Background: an optimization exercise with open tools, aiming at small area, a short achievable clock period and few clock cycles per item. Do not read the settings as production practice.
RTL that was checked went through simulation tests only; none was proved equivalent to the original.

Design qg_spread_quant, start of the top module:
module qg_spread_quant (
    input  wire         clk,
    input  wire         rst,
    input  wire         in_valid,
    output wire         in_ready,
    input  wire         in_first,    
    input  wire         in_blank,    
    input  wire         in_dots,     
    input  wire         in_grey3,    
    input  wire [16:0]  in_share,    
    input  wire [15:0]  in_gain,     
    input  wire [2:0]   in_lev,      
    input  wire [127:0] in_vol,      
    output reg          out_valid,
    output reg  [2:0]   out_lev,
    output reg          out_clip
);
    assign in_ready = 1'b1;
    reg         s1_valid;
    reg         s1_first, s1_blank, s1_dots, s1_grey3;
    reg [16:0]  s1_share;
    reg [15:0]  s1_ngain;    
    reg [2:0]   s1_lev;
    reg [111:0] s1_vol;
    always @(posedge clk) begin
        s1_valid <= in_valid && !rst;
        s1_first <= in_first;
        s1_blank <= in_blank;
        s1_dots  <= in_dots;
        s1_grey3 <= in_grey3;
        s1_share <= in_share;
        s1_ngain <= ~(in_dots ? 16'h4000 : in_gain);
        s1_lev   <= in_lev;
        s1_vol   <= in_vol[127:16];
    end
    genvar gi;
    wire [18:-1] bs = {2'b00, s1_share, 1'b0};     
    wire [15:0]  bg = ~s1_ngain;
    wire [32:0] mul_a, mul_b;
    wire bn0 = bs[1];
    wire b10 = bs[0] ^ 1'b0;
    wire b20 = (bs[1] & ~bs[0] & ~1'b0) | (~bs[1] & bs[0] & 1'b0);
    wire bp0_0 = ((b10 & bg[0]) | (b20 & 1'b0)) ^ bn0;
    wire bp0_1 = ((b10 & bg[1]) | (b20 & bg[0])) ^ bn0;
    wire bp0_2 = ((b10 & bg[2]) | (b20 & bg[1])) ^ bn0;
    wire bp0_3 = ((b10 & bg[3]) | (b20 & bg[2])) ^ bn0;
    wire bp0_4 = ((b10 & bg[4]) | (b20 & bg[3])) ^ bn0;
    wire bp0_5 = ((b10 & bg[5]) | (b20 & bg[4])) ^ bn0;
    wire bp0_6 = ((b10 & bg[6]) | (b20 & bg[5])) ^ bn0;
    wire bp0_7 = ((b10 & bg[7]) | (b20 & bg[6])) ^ bn0;
    wire bp0_8 = ((b10 & bg[8]) | (b20 & bg[7])) ^ bn0;
    wire bp0_9 = ((b10 & bg[9]) | (b20 & bg[8])) ^ bn0;
    wire bp0_10 = ((b10 & bg[10]) | (b20 & bg[9])) ^ bn0;
    wire bp0_11 = ((b10 & bg[11]) | (b20 & bg[10])) ^ bn0;
    wire bp0_12 = ((b10 & bg[12]) | (b20 & bg[11])) ^ bn0;
    wire bp0_13 = ((b10 & bg[13]) | (b20 & bg[12])) ^ bn0;
  ...
For scale: ~0.024 sq mm of cells after synthesis.
clock: 36.0 ns
lec_check: 0
abc_area: 1
cap_margin: 20
core_margin: 2
core_utilization: 40
cts_cluster_diameter: 100
cts_cluster_size: 22
place_density: 0.6
slew_margin: 20
standard.sh (not shown) runs the stock make flow with config.mk's settings and CLKGATE_MAP_FILE= SYNTH_SCRIPT=/design/flow/synth_recipe.tcl, a recipe that flattens the netlist after the stock synthesis.
==> flow/flow/run.sh <==
#!/bin/bash
# The standard layout, except that the ports are buffered with the
# smallest buffer (sky130_fd_sc_hd__buf_1) instead of the delay cell
# buffer_ports picks by itself, and clock tree synthesis uses smaller
# leaf buffers and adds no dummy loads.  Synthesis is the standard one.
set -euo pipefail
bash standard.sh synth > synth.log 2>&1
bash standard.sh "BUFFER_PORTS_ARGS=-buffer_cell sky130_fd_sc_hd__buf_1" \
    "CTS_ARGS=-sink_clustering_enable -repair_clock_nets -sink_clustering_size 20 -sink_clustering_max_diameter 50 -sink_clustering_buffer sky130_fd_sc_hd__clkbuf_8 -dont_use_dummy_load" \
    finish > layout.log 2>&1
The baseline passed the timing, design-rule and antenna checks.
Testbench counts at the start, summed over its fixed seeds: cycles 40,016, items 40,000.
Then changed:
==> flow/flow/run.sh (replaced) <==
#!/bin/bash
# The standard layout, except that the ports are buffered with the
# smallest buffer (sky130_fd_sc_hd__buf_1) instead of the delay cell
# buffer_ports picks by itself.  Synthesis is the standard one.
set -euo pipefail
bash standard.sh synth > synth.log 2>&1
bash standard.sh "BUFFER_PORTS_ARGS=-buffer_cell sky130_fd_sc_hd__buf_1" finish > layout.log 2>&1
Outcome: Global-route usage fell by 0.22 points; cell area rose by 0.51%; hold slack improves by 0.028 ns; clock-buffer cell count fell by 14.

========
== run 1 ==
qg_spread_quant, a different RTL version from the one above (not shown whole).
Size: about 3000 cells after synthesis, roughly 340 flip-flops, ~180 I/O pins.
clock: 36.0 ns
lec_check: 0
cap_margin: 20
core_margin: 2
core_utilization: 40
place_density: 0.6
slew_margin: 20
run.sh (not shown) runs the stock make flow with config.mk's settings and CLKGATE_MAP_FILE= SYNTH_SCRIPT=/design/flow/synth_recipe.tcl, a recipe that flattens the netlist after the stock synthesis.
Stock flow here: none of the scripts above is used.
Testbench counts of run 1, summed over its fixed seeds: cycles 40,016, items 40,000.
diff inputs: run 1 => run 2
# run 1
export LEC_CHECK = 0
export CAP_MARGIN = 20
export CORE_MARGIN = 2
export CORE_UTILIZATION = 40
export PLACE_DENSITY = 0.6
export SLEW_MARGIN = 20
create_clock -name core_clock -period 36.0 [get_ports {clk}]
# run 2
export LEC_CHECK = 0
export ABC_AREA = 1
export CAP_MARGIN = 20
export CORE_MARGIN = 2
export CORE_UTILIZATION = 40
export PLACE_DENSITY = 0.6
export SLEW_MARGIN = 20
create_clock -name core_clock -period 36.0 [get_ports {clk}]
## What came out
Run 2 vs run 1 — sequential element share of the synthesized area rose 2.2 points.
Between run 1 and run 2, number of clock buffers in the layout is lower for run 1, run 2 comes in above that.
met4 as the top layer used by detailed routing was reported by run 2, and met5 by run 1.
The standard cells in run 2 occupy less silicon area than those in run 1 do.
Of run 1 and run 2, the run reporting the lower met3 layer wire length in the routed design was run 2.
Non-clock buffer count (run 1 / run 2): 1.16

========
Setup of build 73:
Another version of the RTL of qg_spread_quant (not shown whole).
Size: about 330 flip-flops, about 180 I/O pins.
clock: 36.0 ns
lec_check: 0
abc_area: 1
cap_margin: 20
core_margin: 2
core_utilization: 40
cts_cluster_diameter: 100
cts_cluster_size: 22
place_density: 0.6
slew_margin: 20
standard.sh (not shown) runs the stock make flow with config.mk's settings and CLKGATE_MAP_FILE= SYNTH_SCRIPT=/design/flow/synth_recipe.tcl, a recipe that flattens the netlist after the stock synthesis.
==> flow/flow/run.sh <==
#!/bin/bash
# The standard layout, except that the ports are buffered with the
# smallest buffer (sky130_fd_sc_hd__buf_1) instead of the delay cell
# buffer_ports picks by itself, and clock tree synthesis uses smaller
# leaf buffers and adds no dummy loads.  Synthesis is the standard one.
set -euo pipefail
bash standard.sh synth > synth.log 2>&1
bash standard.sh "BUFFER_PORTS_ARGS=-buffer_cell sky130_fd_sc_hd__buf_1" \
    "CTS_ARGS=-sink_clustering_enable -repair_clock_nets -sink_clustering_size 16 -sink_clustering_max_diameter 80 -sink_clustering_buffer sky130_fd_sc_hd__clkbuf_8 -dont_use_dummy_load -balance_levels" \
    finish > layout.log 2>&1
Build 73 completed; timing, DRC and antenna clean
Testbench counts of build 73, summed over its fixed seeds: cycles 40,016, items 40,000.
Input changes introduced in build 22 (baseline for comparison: build 73):
-- flow/flow/run.sh --
<<< build 73, line 8
bash standard.sh "BUFFER_PORTS_ARGS=-buffer_cell sky130_fd_sc_hd__buf_1" \
    "CTS_ARGS=-sink_clustering_enable -repair_clock_nets -sink_clustering_size 16 -sink_clustering_max_diameter 80 -sink_clustering_buffer sky130_fd_sc_hd__clkbuf_8 -dont_use_dummy_load -balance_levels" \
    finish > layout.log 2>&1
>>> build 22, line 8
bash standard.sh "BUFFER_PORTS_ARGS=-buffer_cell sky130_fd_sc_hd__buf_1" \
    "CTS_ARGS=-sink_clustering_enable -repair_clock_nets -sink_clustering_size 16 -sink_clustering_max_diameter 80 -sink_clustering_buffer sky130_fd_sc_hd__clkbuf_8 -dont_use_dummy_load -sink_clustering_levels 1" \
    finish > layout.log 2>&1
==> comparison <==
- Build 73 → build 22: total grt overflow held.
- | endpoint required time on the critical path | build 73 vs build 22 | ≈ equal |
- Worst hold slack came out exactly the same in build 73 and build 22.
- From build 22 to build 73, number of buffers other than clock buffers in the final layout did not move at all.
- From build 73 to build 22, fmax did not move at all.
- Delta (build 22 minus build 73): first-iteration DRC count essentially unchanged.
### build 22 -> build 27
-- flow/flow/run.sh --
<<< build 22, line 8
bash standard.sh "BUFFER_PORTS_ARGS=-buffer_cell sky130_fd_sc_hd__buf_1" \
    "CTS_ARGS=-sink_clustering_enable -repair_clock_nets -sink_clustering_size 16 -sink_clustering_max_diameter 80 -sink_clustering_buffer sky130_fd_sc_hd__clkbuf_8 -dont_use_dummy_load -sink_clustering_levels 1" \
    finish > layout.log 2>&1
>>> build 27, line 8
bash standard.sh "BUFFER_PORTS_ARGS=-buffer_cell sky130_fd_sc_hd__buf_1" \
    "CTS_ARGS=-sink_clustering_enable -repair_clock_nets -sink_clustering_size 16 -sink_clustering_max_diameter 80 -sink_clustering_buffer sky130_fd_sc_hd__clkbuf_8 -dont_use_dummy_load" \
    finish > layout.log 2>&1
--- outcome ---
Build 27 reached the final stage; the timing, design-rule and antenna checks on its layout passed. As far as worst setup margin is concerned, build 27 and build 22 perform about the same. Build 22 → build 27: number of sinks handled by clock tree synthesis held steady, register fraction of the total cell area held steady, number of nets in the finished design held steady. Build 27 -> build 22: net count of the mapped netlist delta 0, exact match. Build 22 → build 27: total met2 wirelength after detailed routing stayed essentially flat; cell area stayed essentially flat; area added between synthesis and finish stayed essentially flat.

========
Another version of the RTL of qg_spread_quant (not shown whole).
Size in the first run: about 2800 cells after synthesis, about 340 flip-flops, ~180 I/O pins, ~24000 um2 of cells after synthesis.
Settings: LEC_CHECK=0, ABC_AREA=1, CAP_MARGIN=20, CORE_MARGIN=2, CORE_UTILIZATION=40, CTS_CLUSTER_DIAMETER=100, CTS_CLUSTER_SIZE=22, PLACE_DENSITY=0.6, SLEW_MARGIN=20; clock period 36.0 ns.
==> flow/flow/run.sh <==
#!/bin/bash
# The standard layout, except that the ports are buffered with the
# smallest buffer (sky130_fd_sc_hd__buf_1) instead of the delay cell
# buffer_ports picks by itself.  Synthesis is the standard one.
set -euo pipefail
bash standard.sh synth > synth.log 2>&1
bash standard.sh "BUFFER_PORTS_ARGS=-buffer_cell sky130_fd_sc_hd__buf_1" finish > layout.log 2>&1
The starting point produced a clean layout.
Change:
Settings changed: CTS_CLUSTER_DIAMETER 100 to not set, CTS_CLUSTER_SIZE 22 to not set.
What happened: The changed run produced a clean layout. Hold slack gets worse by 0.0065 ns. Maximum frequency barely changes. Register-to-register slack gets worse by 0.06 ns. Core utilization climbs by 1.1 points. Worst setup slack gets better by 0.023 ns. Wire length climbs by 0.98%. Global-route usage climbs by 0.34 points. Die area is unchanged.
No run of this note included a check of the RTL's function; only the layout flow was run.

========
qg_spread_quant, a different RTL version from the one above (not shown whole).
For scale: roughly 2800 cells after synthesis, roughly 310 flip-flops, roughly 26000 um^2 of cells after synthesis.
==> flow/config.mk <==
export PLATFORM = sky130hd
export DESIGN_NAME = qg_spread_quant
export DESIGN_NICKNAME = qg_spread_quant
export VERILOG_FILES = /design/flow/design.v
export SDC_FILE = /design/flow/constraint.sdc
export NUM_CORES = 4
export LEC_CHECK = 0
export CAP_MARGIN = 20
export CORE_MARGIN = 2
export CORE_UTILIZATION = 65
export PLACE_DENSITY = 0.8
export SLEW_MARGIN = 20
==> flow/constraint.sdc <==
create_clock -name core_clock -period 36.0 [get_ports {clk}]
set_input_delay 7.2000 -clock core_clock [delete_from_list [all_inputs] [get_ports {clk}]]
set_output_delay 7.2000 -clock core_clock [all_outputs]
set_load 0.01 [all_outputs]
run.sh (not shown) runs the stock make flow with config.mk's settings and CLKGATE_MAP_FILE= SYNTH_SCRIPT=/design/flow/synth_recipe.tcl, a recipe that flattens the netlist after the stock synthesis.
Stock flow here: none of the scripts above is used.
Testbench counts at the start, summed over its fixed seeds: cycles 40,016, items 40,000.
==> next run, changes <==
- ABC_AREA: not set -> 1
Global-route usage rose by 3.4 points.
Routed wire length rose by about a fifth.
Cell area rose by a few percent.
Area after synthesis rose by a few percent.
Flip-flop and latch count is unchanged.
Count of clock-buffer cells in the layout stays the same.
Register-to-register slack is better by 0.59 ns.
Via count rose by about a fifth.
==> next run, changes <==
- ABC_AREA: 1 -> not set
- CAP_MARGIN: 20 -> 80
- CORE_UTILIZATION: 65 -> 40
- PLACE_DENSITY: 0.8 -> 0.6
- SLEW_MARGIN: 20 -> 80
Critical path depth went down by 3.
Register-to-register slack is about the same.
Wire length went down by roughly a tenth.
Global-route usage went down by 17 points.
Setup slack hardly moves.

========
qg_spread_quant with an RTL version that a note above also has.
Size: ~3000 cells after synthesis, about 340 flip-flops, about 180 I/O pins, about 0.024 sq mm of cells after synthesis.
export LEC_CHECK = 0
export ABC_AREA = 1
export CAP_MARGIN = 20
export CORE_MARGIN = 2
export CORE_UTILIZATION = 60
export PLACE_DENSITY = 0.75
export SLEW_MARGIN = 20
create_clock -name core_clock -period 36.0 [get_ports {clk}]
standard.sh (not shown) runs the stock make flow with config.mk's settings and CLKGATE_MAP_FILE= SYNTH_SCRIPT=/design/flow/synth_recipe.tcl, a recipe that flattens the netlist after the stock synthesis.
==> flow/flow/run.sh <==
#!/bin/bash
# The standard layout, except that the ports are buffered with the
# smallest buffer (sky130_fd_sc_hd__buf_1) instead of the delay cell
# buffer_ports picks by itself, and clock tree synthesis uses smaller
# leaf buffers and adds no dummy loads.  Synthesis is the standard one.
set -euo pipefail
bash standard.sh synth > synth.log 2>&1
bash standard.sh "BUFFER_PORTS_ARGS=-buffer_cell sky130_fd_sc_hd__buf_1" \
    "CTS_ARGS=-sink_clustering_enable -repair_clock_nets -sink_clustering_size 16 -sink_clustering_max_diameter 80 -sink_clustering_buffer sky130_fd_sc_hd__clkbuf_8 -dont_use_dummy_load" \
    finish > layout.log 2>&1
Testbench counts at the start, summed over its fixed seeds: cycles 40,016, items 40,000.
Rerun with:
==> flow/flow/run.sh (replaced) <==
#!/bin/bash
# The standard layout, except that the ports are buffered with the
# smallest buffer (sky130_fd_sc_hd__buf_1) instead of the delay cell
# buffer_ports picks by itself, and clock tree synthesis adds no dummy
# loads.  Synthesis is the standard one.
set -euo pipefail
bash standard.sh synth > synth.log 2>&1
bash standard.sh "BUFFER_PORTS_ARGS=-buffer_cell sky130_fd_sc_hd__buf_1" \
    "CTS_ARGS=-sink_clustering_enable -repair_clock_nets -sink_clustering_size 30 -sink_clustering_max_diameter 50 -dont_use_dummy_load" \
    finish > layout.log 2>&1
- CORE_UTILIZATION: 60 -> 40
- CTS_CLUSTER_DIAMETER: not set -> 100
- CTS_CLUSTER_SIZE: not set -> 22
- PLACE_DENSITY: 0.75 -> 0.6
The changed run passed the timing, design-rule and antenna checks.
Setup slack degrades by 27 ps.
Clock skew went up by 45 ps.
Synthesized cell count does not change.
Rerun with:
==> flow/flow/run.sh (replaced) <==
#!/bin/bash
# The standard layout, except that the ports are buffered with the
# smallest buffer (sky130_fd_sc_hd__buf_1) instead of the delay cell
# buffer_ports picks by itself, and clock tree synthesis uses smaller
# leaf buffers and adds no dummy loads.  Synthesis is the standard one.
set -euo pipefail
bash standard.sh synth > synth.log 2>&1
bash standard.sh "BUFFER_PORTS_ARGS=-buffer_cell sky130_fd_sc_hd__buf_1" \
    "CTS_ARGS=-sink_clustering_enable -repair_clock_nets -sink_clustering_size 16 -sink_clustering_max_diameter 80 -sink_clustering_buffer sky130_fd_sc_hd__clkbuf_8 -dont_use_dummy_load" \
    finish > layout.log 2>&1
Effect: Wire length falls by 0.76%; worst hold slack stays flat; global-route usage came out lower by 0.28 points; cell area went down by 2.1%; fmax climbs by 0.46%; synthesized area does not change; non-clock buffer count stays the same; worst setup slack improved by 38 ps.

==> port drivers added, routing unchanged <==
Ports are ideal in the flow. The routed layouts listed here were re-timed in OpenROAD.
Step 1: set_driving_cell puts a clkbuf_16 on clk and a buf_2 on each other input, an assumption about the parent block.
Step 2 times the ports against the registers' clock, not the clock port: input delays grow and output delays shrink by t, the midpoint of the rising clock arrivals with the driver on.
Three values: ideal ports, drivers, drivers and shift; two values: the first two.
| run | shift t [ns] | slack for setup (ns) | slew at the worst register clock pin (ns) |
|---|---|---|---|
| the first run of note 1 | 0.595 | 27.754 / 27.693 / 28.071 | 0.11 / 0.11 |
| the second run of note 1 | 0.635 | 27.752 / 27.690 / 28.073 | 0.09 / 0.09 |
| run 1 | 0.643 | 27.161 / 27.161 / 27.161 | 0.07 / 0.07 |
| run 2 | 0.625 | 27.349 / 27.289 / 27.326 | 0.07 / 0.07 |
| build 73 | 0.582 | 27.699 / 27.699 / 27.699 | 0.10 / 0.10 |
| build 22 | 0.582 | 27.699 / 27.699 / 27.699 | 0.10 / 0.10 |
| build 27 | 0.582 | 27.699 / 27.699 / 27.699 | 0.10 / 0.10 |
| the first run of note 4 | 0.629 | 27.733 / 27.679 / 27.813 | 0.09 / 0.09 |
| the second run of note 4 | 0.624 | 27.756 / 27.702 / 27.816 | 0.07 / 0.07 |
| the first run of note 5 | 0.609 | 25.398 / 25.398 / 25.398 | 0.07 / 0.07 |
| the second run of note 5 | 0.620 | 25.984 / 25.984 / 25.984 | 0.07 / 0.07 |
| the third run of note 5 | 0.633 | 25.987 / 25.987 / 25.987 | 0.07 / 0.07 |
| the first run of note 6 | 0.585 | 27.763 / 27.710 / 27.940 | 0.10 / 0.10 |
| the second run of note 6 | 0.622 | 27.736 / 27.674 / 28.057 | 0.08 / 0.08 |
| the third run of note 6 | 0.596 | 27.773 / 27.714 / 28.078 | 0.11 / 0.11 |
After both steps setup and hold are still met in every run listed. For run 2, which loses most, drivers alone change the setup slack by -0.060 ns; drivers and shift together by -0.023 ns.
